From an optimization exercise on the open Yosys and OpenROAD flow, aimed at small area, a short achievable clock period and few clock cycles per item; shortcuts taken in it are not production practice.
Function was not checked in any run shown here: the RTL went through the layout flow alone.

## design.v

```verilog
module sha256_engine (
    input  wire         clk,
    input  wire         rst,
    input  wire         in_valid,
    output wire         in_ready,
    input  wire         first,
    input  wire [511:0] block,       
    output reg          out_valid,
    output wire [255:0] digest       
);
    localparam [255:0] IV = {32'h6a09e667, 32'hbb67ae85, 32'h3c6ef372, 32'ha54ff53a,
                             32'h510e527f, 32'h9b05688c, 32'h1f83d9ab, 32'h5be0cd19};
    localparam [2047:0] KR = {
        32'hb5c0fbcf, 32'he9b5dba5, 32'h3956c25b, 32'h59f111f1, 32'h923f82a4, 32'hab1c5ed5, 32'hd807aa98, 32'h12835b01,
        32'h243185be, 32'h550c7dc3, 32'h72be5d74, 32'h80deb1fe, 32'h9bdc06a7, 32'hc19bf174, 32'he49b69c1, 32'hefbe4786,
        32'h0fc19dc6, 32'h240ca1cc, 32'h2de92c6f, 32'h4a7484aa, 32'h5cb0a9dc, 32'h76f988da, 32'h983e5152, 32'ha831c66d,
        32'hb00327c8, 32'hbf597fc7, 32'hc6e00bf3, 32'hd5a79147, 32'h06ca6351, 32'h14292967, 32'h27b70a85, 32'h2e1b2138,
        32'h4d2c6dfc, 32'h53380d13, 32'h650a7354, 32'h766a0abb, 32'h81c2c92e, 32'h92722c85, 32'ha2bfe8a1, 32'ha81a664b,
        32'hc24b8b70, 32'hc76c51a3, 32'hd192e819, 32'hd6990624, 32'hf40e3585, 32'h106aa070, 32'h19a4c116, 32'h1e376c08,
        32'h2748774c, 32'h34b0bcb5, 32'h391c0cb3, 32'h4ed8aa4a, 32'h5b9cca4f, 32'h682e6ff3, 32'h748f82ee, 32'h78a5636f,
        32'h84c87814, 32'h8cc70208, 32'h90befffa, 32'ha4506ceb, 32'hbef9a3f7, 32'hc67178f2, 32'h428a2f98, 32'h71374491};
    function [31:0] rotr;
        input [31:0] x;
        input integer n;
        rotr = (x >> n) | (x << (32 - n));
    endfunction
    function [31:0] maj3;
        input [31:0] x, y, z;
        maj3 = (x & y) | (x & z) | (y & z);
    endfunction
    function [31:0] add32;
        input [31:0] x, y;
        reg   [31:0] gg, pp, gn, pn;
        integer i, k;
        begin
            gg = x & y;
            pp = x ^ y;
            for (k = 1; k < 32; k = k * 2) begin
                gn = gg;
                pn = pp;
                for (i = k; i < 32; i = i + 1) begin
                    gn[i] = gg[i] | (pp[i] & gg[i-k]);
                    pn[i] = pp[i] & pp[i-k];
                end
                gg = gn;
                pp = pn;
            end
            add32 = x ^ y ^ {gg[30:0], 1'b0};
        end
    endfunction
    function [63:0] csa;
        input [31:0] x, y, z;
        csa = {maj3(x, y, z) << 1, x ^ y ^ z};
    endfunction
    reg          busy;                 
    reg          prep;                 
    reg          pend;                 
    reg          fq;                   
    reg          hiv;                  
    reg          ivc;                  
    reg          rdy;
    reg  [5:0]   r;                    
    reg          f61, f62, f63;        
    reg  [31:0]  k_q;                  
    reg  [255:0] h_q;                  
    reg  [31:0]  a, b, c, d, e, f, g, h;
    reg  [31:0]  x_q;                  
    reg  [31:0]  w [0:15];             
    assign in_ready = rdy;
    assign digest   = h_q;
    wire idle = ~busy & ~prep;
    wire r62  = f62;
    wire last = f63;
    wire [255:0] hs = hiv ? IV : h_q;
    wire [31:0] H0 = hs[255:224], H1 = hs[223:192], H2 = hs[191:160], H3 = hs[159:128];
    wire [31:0] H4 = hs[127:96],  H5 = hs[95:64],   H6 = hs[63:32],   H7 = hs[31:0];
    wire [31:0] s1   = rotr(e, 6) ^ rotr(e, 11) ^ rotr(e, 25);
    wire [31:0] ch   = (e & f) | (~e & g);
    wire [31:0] s0   = rotr(a, 2) ^ rotr(a, 13) ^ rotr(a, 22);
    wire [31:0] mj   = maj3(a, b, c);
    wire [63:0] p1   = csa(x_q, s1, ch);                 
    wire [63:0] p2   = csa(p1[31:0], p1[63:32], s0);     
    wire [63:0] p3   = csa(p2[31:0], p2[63:32], mj);     
    wire [31:0] a_n  = add32(p3[31:0], p3[63:32]);
    wire [63:0] q1   = csa(p1[31:0], p1[63:32], d);      
    wire [31:0] e_n  = add32(q1[31:0], q1[63:32]);
    wire        r61 = f61;
    wire [31:0] ha  = r61 ? H3 : (r62 ? H2 : H1);
    wire [31:0] he  = r61 ? H7 : (r62 ? H6 : H5);
    wire [31:0] za  = add32(a, ha);
    wire [31:0] ze  = add32(e, he);
    wire [63:0] dd  = csa(c, r62 ? H4 : 32'd0, r62 ? ~H0 : 32'd0);
    wire [31:0] d_s = add32(dd[31:0], {dd[63:33], dd[32] | r62});    
    wire        xfer    = last | prep;
    wire        load_iv = (prep & (fq | ivc)) | (last & pend & fq);
    wire [31:0] a_in = load_iv ? IV[255:224] : (prep ? h_q[255:224] : a_n);
    wire [31:0] b_in = load_iv ? IV[223:192] : (prep ? h_q[223:192] : (last ? za : a));
    wire [31:0] c_in = load_iv ? IV[191:160] : (xfer ? h_q[191:160] : b);
    wire [31:0] d_in = load_iv ? IV[159:128] : (xfer ? h_q[159:128] : d_s);
    wire [31:0] e_in = load_iv ? IV[127:96]  : (prep ? h_q[127:96]  : e_n);
    wire [31:0] f_in = load_iv ? IV[95:64]   : (prep ? h_q[95:64]   : (last ? ze : e));
    wire [31:0] g_in = load_iv ? IV[63:32]   : (xfer ? h_q[63:32]   : f);
    wire [31:0] h_in = load_iv ? IV[31:0]    : (xfer ? h_q[31:0]    : g);
    wire [63:0] x1  = csa(k_q, w[0], r62 ? H0 : 32'd0);
    wire [63:0] x2  = csa(x1[31:0], x1[63:32], h_in);
    wire [31:0] x_n = add32(x2[31:0], x2[63:32]);
    wire [31:0] ss0   = rotr(w[1], 7) ^ rotr(w[1], 18) ^ (w[1] >> 3);
    wire [31:0] ss1   = rotr(w[14], 17) ^ rotr(w[14], 19) ^ (w[14] >> 10);
    wire [63:0] m1    = csa(w[0], w[9], ss0);
    wire [63:0] m2    = csa(m1[31:0], m1[63:32], ss1);
    wire [31:0] w_new = add32(m2[31:0], m2[63:32]);
    wire wload  = idle | r62;
    integer i;
    always @(posedge clk) begin
        for (i = 0; i < 15; i = i + 1)
            w[i] <= wload ? block[511 - 32*i -: 32] : w[i+1];
        w[15] <= wload ? block[31:0] : w_new;
        x_q <= x_n;
        k_q <= KR[2047 - 32*r -: 32];
        {a, b, c, d, e, f, g, h} <= {a_in, b_in, c_in, d_in, e_in, f_in, g_in, h_in};
        if (r61) begin
            h_q[159:128] <= za;
            h_q[31:0]    <= ze;
        end
        if (r62) begin
            h_q[191:160] <= za;
            h_q[63:32]   <= ze;
        end
        if (last) begin
            h_q[255:224] <= a_n;
            h_q[223:192] <= za;
            h_q[127:96]  <= e_n;
            h_q[95:64]   <= ze;
        end
        if (rst) begin
            busy      <= 1'b0;
            prep      <= 1'b0;
            pend      <= 1'b0;
            ivc       <= 1'b1;
            rdy       <= 1'b1;
            r         <= 6'd62;
            f61       <= 1'b0;
            f62       <= 1'b0;
            f63       <= 1'b0;
            out_valid <= 1'b0;
        end else begin
            out_valid <= last;
            f61 <= busy & (r == 6'd60);
            f62 <= f61;
            f63 <= f62;
            if (idle) begin
                if (in_valid) begin
                    prep <= 1'b1;
                    fq   <= first;
                    rdy  <= 1'b0;
                    r    <= 6'd63;
                end
            end
            if (prep) begin
                prep <= 1'b0;
                busy <= 1'b1;
                r    <= 6'd0;
                hiv  <= fq | ivc;
                ivc  <= 1'b0;
            end
            if (busy) begin
                r   <= r + 6'd1;
                rdy <= f61;
                if (r62 & in_valid) begin
                    pend <= 1'b1;
                    fq   <= first;
                end
                if (last) begin
                    pend <= 1'b0;
                    hiv  <= fq;
                    if (!pend) begin
                        busy <= 1'b0;
                        r    <= 6'd62;
                        rdy  <= 1'b1;
                    end
                end
            end
        end
    end
endmodule
```

## run.sh

```bash
#!/bin/bash
# synth_recipe.tcl (not shown) runs the flow's synth.tcl, then flattens the netlist and writes it again
# the make line also repeats each setting of config.mk as NAME=value (left out here)
make -C /OpenROAD-flow-scripts/flow DESIGN_CONFIG=/design/flow/config.mk WORK_HOME=/design/flow/orfs CLKGATE_MAP_FILE= SYNTH_SCRIPT=/design/flow/synth_recipe.tcl finish
```

## config.mk

```make
export PLATFORM = sky130hd
export DESIGN_NAME = sha256_engine
export DESIGN_NICKNAME = sha256_engine
export VERILOG_FILES = /design/flow/design.v
export SDC_FILE = /design/flow/constraint.sdc
export NUM_CORES = 4
export LEC_CHECK = 0
export CAP_MARGIN = 20
export CORE_MARGIN = 2
export CORE_UTILIZATION = 40
export SETUP_SLACK_MARGIN = 5
export SLEW_MARGIN = 20
```

## constraint.sdc

```tcl
create_clock -name core_clock -period 10.0 [get_ports {clk}]
set_input_delay 2.0000 -clock core_clock [delete_from_list [all_inputs] [get_ports {clk}]]
set_output_delay 2.0000 -clock core_clock [all_outputs]
set_load 0.01 [all_outputs]
```

==> impl_metrics.ini, run 1 <==
[clock_tree]
root_buffer = clkbuf_16
clock_sinks = 1073
cts_tree = built
cts_max_level = 3
cts_buffers = 116
insertion_delay_ps = 790
clk_pin_slew_ps = 60
clock_path_buffers = 3
postCtsHoldBufs = 0

[min_path]
min-delay-path-class = register to register

[synth]
synth_xor_area_share_pct = 6.94
synth-async-reset-ratio_pct = 0
synth-compound-area-share_pct = 14.3
muxShareOfSynthArea_pct = 2.08
synth.ff_latch_count = 1073
synth_area_leaders = dfxtp_1 (27%), edfxtp_1 (13%), nand2_1 (12%)
yosysTopAreaCell = dfxtp_1
synth_top_family_by_area = simple AND/OR/NAND/NOR gates
yosysSeqAreaShare_pct = 39.6
synth.cell_area_um2 = 60700
postSynthCellCount = 7088
synthAdderAreaFrac_pct = 13.9
yosysTopAreaCellShare_pct = 26.9
ys_warn_count = 2
post_synth_num_cell_types = 96
synth-edff-count = 258
synth_fp_nets = 8089
syn_avg_cell_area_um2 = 8.57
synth-main-ff-cell = dfxtp_1
synth-simple-area-share_pct = 18.1

[placed_design]
dpl_worst_slack_ps = 3920
numPortBuffers = 773
dpl-instance-area_um2 = 70200
dp.cells = 9536
gp_congestion = 0.990
hpwl_mm = 202

[sta]
tns_ps = 0
tightestPinTransition_ps = 1240
period_share_pct = 50.2
min_period_ps = 5020
slew_viol_final = 0
max_freq_mhz = 199
hold-worst-slack_ps = 411
rsz0062_at_grt = yes
setup_viol = 0
max-slew-margin-rel_pct = 17.0
worst_clock_skew_ps = 63.5
hold_viol = 0
finalWorstSetupSlack_ps = 4980

[setup_path]
crit_chain = buf_12 > buf_8 > nor2b_4 > buf_12 > nand2_1 > fa_1 > fa_1 > inv_1 > ha_1 > a21oi_2 > nor2b_1 > o31ai_4 > a311oi_4 > a41o_1 > o41a_1 > a311o_1 > a21oi_2 > xnor2_1
reg2reg_to = x_q[28]$_DFF_P_
end_kind = register
critPathBufInv = 4
r2r-start = hiv$_DFFE_PN_
r2r_cells = 18
critPathLaunchType = register
cp.arrival_ps = 5690
crit_type = register to register
timing.critical_path.fanout_max = 28
cp-startpoint = hiv$_DFFE_PN_
cpPeakStageDelay_ps = 560
crit_cells = 18
worstPathRequired_ps = 10680
crit_end = x_q[28]$_DFF_P_
cp_slowest_cell = edfxtp_1
rrSetupSlack_ps = 4980
path_delay_family = compound AO/OA/AOI/OAI gates

[detailed_routing]
post_drt_wl_per_cell_um = 26.9
firstDrtPassIters = 8
routed_wl_mm = 264
drc_errors = 0
antenna_left = 0
drt_iter0_drc = 6476
viasPerCell = 5.60
via_count = 54900

[grt]
grt_pass1_vias = 51600
groute.usage.overall_pct = 32.5
grt_max_degree = 193
grt_pass1_wl_mm = 368
overflow = 0
antenna_found_initial = 30

[die]
die_w_um = 394
die_area_um2 = 155000
io_pins = 774
fp-row-count = 142
die_h_um = 394
initial_utilization_pct = 40.4
core_um2 = 150000

[finish]
stdcell_area_um2 = 75400
layout-drive-gt1-share_pct = 6.06
postLayoutCoreUtil_pct = 50.2
stdcell_count = 9814
syn_to_final_growth_pct = 24.1
layout.nets = 8682

[run]
cap_violations = 0

[run_status]
outcome = no timing/DRC/antenna violations
[kinds of logic after synthesis]
kind of cell | Yosys count
flip-flops | 1073
AO/OA/AOI/OAI | 1360
buffers and inverters | 817
AND/OR/NAND/NOR | 2704
XOR/XNOR | 481
multiplexers | 122
adder cells (fa/ha/maj) | 531
[worst reg2reg max path, cell delays in order (launching register included)]
cell and delay [ps]:
edfxtp_1 560, buf_12 240, buf_8 180, nor2b_4 190
buf_12 160, nand2_1 80, fa_1 470, fa_1 490
inv_1 40, ha_1 350, a21oi_2 170, nor2b_1 90
o31ai_4 320, a311oi_4 190, a41o_1 320, o41a_1 390
a311o_1 390, a21oi_2 150, xnor2_1 130
[layout make-up]
cell class	instances	area, um^2
antenna	14	35.0
timing repair buffer	878	8830
clock buffer	158	3320
multi-input combinational	5203	34200
fill	14300	74900
sequential	1073	24100
clock inverter	63	788
inverter	409	1550
tap	2016	2520
[synth_stat cells, types with 46 or more instances]
library cell  number
maj3_1            46
dfxtp_1          815
fa_1             255
a21o_1            91
clkbuf_1         368
xnor2_1          320
xor2_1           161
a211oi_1          53
o21ai_0          349
nand3_1          115
inv_1            405
a21oi_1          365
a31oi_1           47
o21a_1            59
mux2i_1          113
nand2_1         1982
edfxtp_1         258
ha_1             230
nor2_1           313
nor3_1            65
[flip-flops by register name, indices dropped and copies added, names as in the netlist]
name,cells
a,32
b,32
busy,1
c,32
d,32
e,32
f,32
f61,1
f62,1
f63,1
fq,1
g,32
h_q,256
hiv,1
ivc,1
k_q,32
out_valid,1
pend,1
prep,1
r,6
rdy,1
w,512
x_q,32
[timing repair]
item                                    in CTS  in global routing
setup buffers                               11                 25
endpoints found under the setup margin     162                 69
gates resized for setup                     72                 81
hold endpoints to repair                     0                  0
gates cloned                                 3                  4
pin swaps                                    6                 18
[layer usage]
| layer | GRT usage, % | vias up | wire, um |
|---|---|---|---|
| met5 | 0 | - | 96 |
| met4 | 13.0 | 14 | 12200 |
| met3 | 5.99 | 520 | 24500 |
| met2 | 51.3 | 2961 | 119000 |
| met1 | 43.8 | 26600 | 108000 |
| li1 | - | 24800 | - |
[placed cells by master, fill, tap and decap left out, types with 31 or more instances in the layout]
cell type	n
nand2_1	1979
dfxtp_1	776
clkdlybuf4s50_1	773
inv_1	402
a21oi_1	359
o21ai_0	340
xnor2_1	307
nor2_1	307
edfxtp_1	258
fa_1	252
ha_1	228
xor2_1	157
clkbuf_16	124
nand3_1	115
mux2i_1	112
a21o_1	91
buf_4	77
nor3_1	64
o21a_1	59
a211oi_1	50
maj3_1	46
and2_1	45
a31oi_1	42
o211ai_1	37
o21bai_1	33
a22oi_1	32
and3_1	31
[how the worst min path moves through the flow]
stage	from	endpoint	slack [ps]	cells after the start
6_report	w[13][11]$_DFF_P_	w[12][11]$_DFF_P_	410	2
5_1_grt	w[12][17]$_DFF_P_	w[11][17]$_DFF_P_	420	2
4_1_cts	w[11][18]$_DFF_P_	w[10][18]$_DFF_P_	410	2
3_5_place_dp	w[8][17]$_DFF_P_	w[7][17]$_DFF_P_	400	2
3_3_place_gp	w[4][16]$_DFF_P_	w[3][16]$_DFF_P_	390	2
2_1_floorplan	w[11][0]$_DFF_P_	w[10][0]$_DFF_P_	390	2
==> run 2, diff against run 1 <==
--- a/design.v
+++ b/design.v
@@ -28,30 +28,6 @@
         input [31:0] x, y, z;
         maj3 = (x & y) | (x & z) | (y & z);
     endfunction
-    function [31:0] add32;
-        input [31:0] x, y;
-        reg   [31:0] gg, pp, gn, pn;
-        integer i, k;
-        begin
-            gg = x & y;
-            pp = x ^ y;
-            for (k = 1; k < 32; k = k * 2) begin
-                gn = gg;
-                pn = pp;
-                for (i = k; i < 32; i = i + 1) begin
-                    gn[i] = gg[i] | (pp[i] & gg[i-k]);
-                    pn[i] = pp[i] & pp[i-k];
-                end
-                gg = gn;
-                pp = pn;
-            end
-            add32 = x ^ y ^ {gg[30:0], 1'b0};
-        end
-    endfunction
-    function [63:0] csa;
-        input [31:0] x, y, z;
-        csa = {maj3(x, y, z) << 1, x ^ y ^ z};
-    endfunction
     reg          busy;                 
     reg          prep;                 
     reg          pend;                 
@@ -78,19 +54,22 @@
     wire [31:0] ch   = (e & f) | (~e & g);
     wire [31:0] s0   = rotr(a, 2) ^ rotr(a, 13) ^ rotr(a, 22);
     wire [31:0] mj   = maj3(a, b, c);
-    wire [63:0] p1   = csa(x_q, s1, ch);                 
-    wire [63:0] p2   = csa(p1[31:0], p1[63:32], s0);     
-    wire [63:0] p3   = csa(p2[31:0], p2[63:32], mj);     
-    wire [31:0] a_n  = add32(p3[31:0], p3[63:32]);
-    wire [63:0] q1   = csa(p1[31:0], p1[63:32], d);      
-    wire [31:0] e_n  = add32(q1[31:0], q1[63:32]);
+    wire [31:0] p1s  = x_q ^ s1 ^ ch;                    
+    wire [31:0] p1c  = {maj3(x_q, s1, ch), 1'b0};
+    wire [31:0] p2s  = p1s ^ p1c ^ s0;                   
+    wire [31:0] p2c  = {maj3(p1s, p1c, s0), 1'b0};
+    wire [31:0] p3s  = p2s ^ p2c ^ mj;                   
+    wire [31:0] p3c  = {maj3(p2s, p2c, mj), 1'b0};
+    wire [31:0] a_n  = p3s + p3c;
+    wire [31:0] q1s  = p1s ^ p1c ^ d;                    
+    wire [31:0] q1c  = {maj3(p1s, p1c, d), 1'b0};
+    wire [31:0] e_n  = q1s + q1c;
     wire        r61 = f61;
     wire [31:0] ha  = r61 ? H3 : (r62 ? H2 : H1);
     wire [31:0] he  = r61 ? H7 : (r62 ? H6 : H5);
-    wire [31:0] za  = add32(a, ha);
-    wire [31:0] ze  = add32(e, he);
-    wire [63:0] dd  = csa(c, r62 ? H4 : 32'd0, r62 ? ~H0 : 32'd0);
-    wire [31:0] d_s = add32(dd[31:0], {dd[63:33], dd[32] | r62});    
+    wire [31:0] za  = a + ha;
+    wire [31:0] ze  = e + he;
+    wire [31:0] d_s = c + (r62 ? H4 : 32'd0) + (r62 ? ~H0 : 32'd0) + {31'd0, r62};
     wire        xfer    = last | prep;
     wire        load_iv = (prep & (fq | ivc)) | (last & pend & fq);
     wire [31:0] a_in = load_iv ? IV[255:224] : (prep ? h_q[255:224] : a_n);
@@ -101,14 +80,10 @@
     wire [31:0] f_in = load_iv ? IV[95:64]   : (prep ? h_q[95:64]   : (last ? ze : e));
     wire [31:0] g_in = load_iv ? IV[63:32]   : (xfer ? h_q[63:32]   : f);
     wire [31:0] h_in = load_iv ? IV[31:0]    : (xfer ? h_q[31:0]    : g);
-    wire [63:0] x1  = csa(k_q, w[0], r62 ? H0 : 32'd0);
-    wire [63:0] x2  = csa(x1[31:0], x1[63:32], h_in);
-    wire [31:0] x_n = add32(x2[31:0], x2[63:32]);
+    wire [31:0] x_n = h_in + (r62 ? H0 : 32'd0) + k_q + w[0];
     wire [31:0] ss0   = rotr(w[1], 7) ^ rotr(w[1], 18) ^ (w[1] >> 3);
     wire [31:0] ss1   = rotr(w[14], 17) ^ rotr(w[14], 19) ^ (w[14] >> 10);
-    wire [63:0] m1    = csa(w[0], w[9], ss0);
-    wire [63:0] m2    = csa(m1[31:0], m1[63:32], ss1);
-    wire [31:0] w_new = add32(m2[31:0], m2[63:32]);
+    wire [31:0] w_new = ss1 + w[9] + ss0 + w[0];
     wire wload  = idle | r62;
     integer i;
     always @(posedge clk) begin
==> run 2 against run 1 <==
  * Critical path depth is 3 lower
  * Clock-buffer cell count is 1 lower
  * Sequential share of layout area is 0.19 points higher
  * Register-to-register slack better by 110 ps
  * Worst hold slack better by 3.9 ps
  * Clock skew is 52 ps higher
  * Area after synthesis is 0.66% lower
  * Core utilization is 0.12 points lower
  * Via count is 9.2% lower
  * Largest cell class unchanged
==> impl_metrics.ini, run 2 <==
[placed_design]
hpwl_mm = 199
gp_congestion = 0.965
numPortBuffers = 773

[synth]
synth-async-reset-ratio_pct = 0
synth_fp_nets = 7076
ys_warn_count = 2
postSynthCellCount = 6077
synth.ff_latch_count = 1073
synth-main-ff-cell = dfxtp_1
synthTopCellsByCount = dfxtp_1 (815), nand2_1 (590), mux2_2 (471)
synth_area_leaders = dfxtp_1 (27%), edfxtp_1 (13%), mux2_2 (8.8%)
yosysTopAreaCell = dfxtp_1
yosysSeqAreaShare_pct = 39.9
yosysTopAreaCellShare_pct = 27.0
synth.cell_area_um2 = 60300
post_synth_num_cell_types = 93
yosys.cell_count.top_type = dfxtp_1
synth-edff-count = 258
syn_avg_cell_area_um2 = 9.93

[sta]
rsz0062_at_grt = yes
worst_clock_skew_ps = 116
slew_viol_final = 0
tightestPinTransition_ps = 1180
min_period_ps = 4910
max_freq_mhz = 204
hold_viol = 0
period_share_pct = 49.1
setup_viol = 0
max-slew-margin-rel_pct = 21.5
tns_ps = 0

[clock_tree]
insertion_delay_ps = 820
clock_sinks = 1073
cts_max_level = 3
clock_path_buffers = 3
cts_tree = built
root_buffer = clkbuf_16
cts_buffers = 118
clk_pin_slew_ps = 60

[detailed_routing]
post_drt_wl_per_cell_um = 29.3
via_count = 49900
drc_errors = 0
firstDrtPassIters = 6
routed_wl_mm = 259
viasPerCell = 5.64
drt_iter0_drc = 5191
antenna_left = 0

[finish]
layout.nets = 7705
syn_to_final_growth_pct = 24.2
postLayoutCoreUtil_pct = 50.0
largest_reg_flops = 512
regArea_um2 = 24100
multi_input_area_um2 = 33900
top_regs = w x512, h_q x256
top_register = w
final_common_cell = dfxtp_1
final_cell_mix = dfxtp_1 (778), clkdlybuf4s50_1 (773), nand2_1 (586)
nFillCells = 13800
layout-drive-gt1-share_pct = 13.6

[setup_path]
cp.arrival_ps = 5590
timing.critical_path.fanout_max = 6
critPathLaunchType = register
end_kind = register
r2r-start = e[28]$_SDFF_PN1_
worstPathRequired_ps = 10680
crit_type = register to register
cp-startpoint = e[28]$_SDFF_PN1_

[grt]
grt_pass1_wl_mm = 354
antenna_found_initial = 41
overflow = 0
grt_max_degree = 193
groute.usage.overall_pct = 32.2
grt_pass1_vias = 48400

[die]
initial_utilization_pct = 40.3
io_pins = 774
die_h_um = 392
die_w_um = 392
core_um2 = 150000
fp-row-count = 142
die_area_um2 = 154000

[run_status]
outcome = no timing/DRC/antenna violations

[run]
cap_violations = 0

[min_path]
min-delay-path-class = register to register
hp-start = f[23]$_SDFF_PN0_
## run 2: path summary, 6_finish.rpt
check	endpoint	slack, ps	cells after the start
max	e[30]$_SDFF_PN1_	5090	15
min	g[23]$_SDFF_PN1_	420	2
max reg2reg	e[30]$_SDFF_PN1_	5090	15
min reg2reg	g[23]$_SDFF_PN1_	420	2
## run 2: cell type report
class                      instances  share of cell area (%)
antenna                            9                  0.0301
clock buffer                     157                    4.39
clock inverter                    69                    1.21
inverter                         386                    1.94
multi-input combinational       4258                    45.3
sequential                      1073                    32.2
tap                             2016                    3.37
timing repair buffer             869                    11.6
## run 2: metal layers
layer	routed length, um	vias up	GRT usage [%]
met3	20800	608	5.86
met4	14800	46	15.7
li1	-	22400	-
met5	294	-	0
met1	101000	24300	40.3
met2	122000	2540	53.2
## run 2: through the flow
stage / hold WS [ps] / setup slack (ps) / instances / area (um^2)
global route: 424 / 4970 / 8832 / 74900
floorplan: 432 / 4720 / 6077 / 60500
detailed placement: 440 / 4300 / 8570 / 70000
global placement: 436 / 4410 / 8570 / 70000
finish: 415 / 5090 / 8837 / 74900
CTS: 394 / 4990 / 8808 / 74500
## run 2: cells by family after synthesis
group	Yosys count	share of synthesized area [%]
DFF	1073	39.9
buffers and inverters	747	4.70
muxes	579	10.6
AOI/OAI and AO/OA	1350	14.2
xor gates and xnor gates	482	7.00
adders and majority gates	526	13.9
and+or+nand+nor	1320	9.70
## run 2: repair_timing
action / 4_1_cts / 5_1_grt
hold buffers: 0 / 0
pin swaps: 4 / 18
gates resized for setup: 53 / 58
cloned: 1 / 5
setup endpoints to repair: 115 / 98
setup buffers: 11 / 15
## run 2: worst max-delay path: stages, from the launching register on
cell,delay (ps)
dfxtp_1,300
buf_4,190
xor2_2,200
xnor2_2,320
fa_2,540
xor2_2,210
xor2_1,160
ha_1,370
o21ai_0,160
o211a_1,260
o21ai_0,590
o21ai_1,320
o311ai_1,590
a31oi_1,190
xnor2_1,170
o22a_1,200
==> run 3, diff against run 2 <==
--- a/config.mk
+++ b/config.mk
@@ -5,6 +5,7 @@
 export SDC_FILE = /design/flow/constraint.sdc
 export NUM_CORES = 4
 export LEC_CHECK = 0
+export ABC_CLOCK_PERIOD_IN_PS = 5000
 export CAP_MARGIN = 20
 export CORE_MARGIN = 2
 export CORE_UTILIZATION = 40
==> run 3 against run 2 <==
  * Critical path type unchanged
  * Flip-flop and latch count unchanged
  * Clock-buffer cell count unchanged
  * Critical path depth unchanged
  * Highest routed layer unchanged
==> impl_metrics.ini, run 3 <==
[run_status]
outcome = no timing/DRC/antenna violations

[detailed_routing]
routed_wl_mm = 259
viasPerCell = 5.64
drc_errors = 0
firstDrtPassIters = 6
via_count = 49900
post_drt_wl_per_cell_um = 29.3
antenna_left = 0
drt_iter0_drc = 5191

[run]
cap_violations = 0

[finish]
top_register = w
final_cell_mix = dfxtp_1 (778), clkdlybuf4s50_1 (773), nand2_1 (586)
final_common_cell = dfxtp_1
syn_to_final_growth_pct = 24.2
top_regs = w x512, h_q x256
largest_reg_flops = 512
layout-drive-gt1-share_pct = 13.6
layout.nets = 7705

[clock_tree]
clock_path_buffers = 3
root_buffer = clkbuf_16
cts_buffers = 118
cts_tree = built
clk_pin_slew_ps = 60
cts_max_level = 3
insertion_delay_ps = 820
clock_sinks = 1073

[sta]
max_freq_mhz = 204
slew_viol_final = 0
worst_clock_skew_ps = 116
max-slew-margin-rel_pct = 21.5
finalWorstSetupSlack_ps = 5090
rsz0062_at_grt = yes
min_period_ps = 4910
setup_viol = 0
tightestPinTransition_ps = 1180
period_share_pct = 49.1
tns_ps = 0
hold_viol = 0

[setup_path]
crit_chain = buf_4 > xor2_2 > xnor2_2 > fa_2 > xor2_2 > xor2_1 > ha_1 > o21ai_0 > o211a_1 > o21ai_0 > o21ai_1 > o311ai_1 > a31oi_1 > xnor2_1 > o22a_1
cpPeakStageDelay_ps = 590
worstPathRequired_ps = 10680
crit_type = register to register
critPathLaunchType = register
cp.arrival_ps = 5590
end_kind = register
timing.critical_path.fanout_max = 6
cp_slowest_cell = o21ai_0

[grt]
groute.usage.overall_pct = 32.2
grt_max_degree = 193
antenna_found_initial = 41
grt_pass1_wl_mm = 354
grt_pass1_vias = 48400
overflow = 0

[synth]
yosysTopAreaCell = dfxtp_1
synth_xor_area_share_pct = 7.00
synth.ff_latch_count = 1073
syn_avg_cell_area_um2 = 9.93
muxShareOfSynthArea_pct = 10.6
postSynthCellCount = 6077
synth_fp_nets = 7076
ys_warn_count = 2
synth-compound-area-share_pct = 14.2
synthTopCellsByCount = dfxtp_1 (815), nand2_1 (590), mux2_2 (471)
yosysTopAreaCellShare_pct = 27.0
synth-async-reset-ratio_pct = 0
post_synth_num_cell_types = 93
synth-main-ff-cell = dfxtp_1
synth_area_leaders = dfxtp_1 (27%), edfxtp_1 (13%), mux2_2 (8.8%)
synthAdderAreaFrac_pct = 13.9
synth-edff-count = 258
yosys.cell_count.top_type = dfxtp_1
synth.cell_area_um2 = 60300
synth-simple-area-share_pct = 9.70
synth_top_family_by_area = compound AO/OA/AOI/OAI gates
yosysSeqAreaShare_pct = 39.9

[placed_design]
gp_congestion = 0.965
numPortBuffers = 773
hpwl_mm = 199
dpl_worst_slack_ps = 4300

[min_path]
min-delay-path-class = register to register

[die]
fp-row-count = 142
io_pins = 774
die_w_um = 392
core_um2 = 150000
die_h_um = 392
initial_utilization_pct = 40.3
die_area_um2 = 154000
[run 3: stage by stage]
step	instances	utilization (%)	hold slack [ps]	area, um^2
final	8837	50.0	415	74900
after global routing	8832	50.0	424	74900
after CTS	8808	49.7	394	74500
after detailed placement	8570	46.7	440	70000
after global placement	8570	46.7	436	70000
after floorplan	6077	-	432	60500
[run 3: critical path, delay by kind of cell (launching register included)]
kind / cells / cell delay [ps]
compound gates: 7 / 2310
xor+xnor: 5 / 1060
fa+ha+maj: 2 / 910
buf+inv: 1 / 190
flops: 1 / 300
[run 3: layout make-up]
| cell class | count | area [um^2] |
|---|---|---|
| Tap cell | 2016 | 2520 |
| Sequential cell | 1073 | 24100 |
| Inverter | 386 | 1450 |
| Fill cell | 13800 | 74800 |
| Clock buffer | 157 | 3290 |
| Clock inverter | 69 | 906 |
| Timing Repair Buffer | 869 | 8680 |
| Antenna cell | 9 | 22.5 |
| Multi-Input combinational cell | 4258 | 33900 |
[run 3: layer usage]
metal,up-vias,track usage (%),part of all wire (%)
met5,-,0,0.11
met4,46,15.7,5.7
met3,608,5.86,8.0
met2,2540,53.2,47
met1,24300,40.3,39
li1,22400,-,-
[run 3: what timing repair did]
item / CTS / global route
endpoints found under the setup margin: 115 / 98
hold buffers: 0 / 0
resized for setup: 53 / 58
pin swaps: 4 / 18
setup buffers: 11 / 15
cloned: 1 / 5
[run 3: cells by family after synthesis]
family | count (synthesis)
flops | 1073
fa+ha+maj | 526
xor+xnor | 482
mux | 579
simple gates | 1320
compound gates | 1350
buf+inv | 747
[run 3: path summary, 6_finish.rpt]
| kind | from | endpoint | slack (ps) | depth (start not counted) |
|---|---|---|---|---|
| worst min-delay path | f[23]$_SDFF_PN0_ | g[23]$_SDFF_PN1_ | 420 | 2 |
| worst max-delay path | e[28]$_SDFF_PN1_ | e[30]$_SDFF_PN1_ | 5090 | 15 |
| worst min register to register | f[23]$_SDFF_PN0_ | g[23]$_SDFF_PN1_ | 420 | 2 |
| worst max register to register | e[28]$_SDFF_PN1_ | e[30]$_SDFF_PN1_ | 5090 | 15 |

re-timing with driven ports:
Ports are ideal in the flow. The routed layouts listed here were re-timed in OpenROAD.
Step 1 (the two cells are an assumption about what drives the block):
set clk [get_ports {clk}]
set_driving_cell -lib_cell sky130_fd_sc_hd__clkbuf_16 $clk
set_driving_cell -lib_cell sky130_fd_sc_hd__buf_2 [delete_from_list [all_inputs] $clk]
Step 2 also shifts input and output timing later by t, the mid clock arrival at the registers, as if the neighbouring blocks saw the same clock.
a / b / c = ideal ports / drivers / drivers and shift; a / b = the first two.
| run | shift t [ns] | setup WS [ns] | worst setup path after step 2 | clock arrival spread, ns | pins driven straight from the clock port |
|---|---|---|---|---|---|
| run 1 | 0.826 | 4.983 / 4.983 / 4.983 | register to register | 0.068 / 0.068 | 1 |
| run 2 | 0.839 | 5.092 / 5.092 / 5.092 | register to register | 0.117 / 0.117 | 1 |
| run 3 | 0.839 | 5.092 / 5.092 / 5.092 | register to register | 0.117 / 0.117 | 1 |
After both steps every run listed still meets setup and hold.
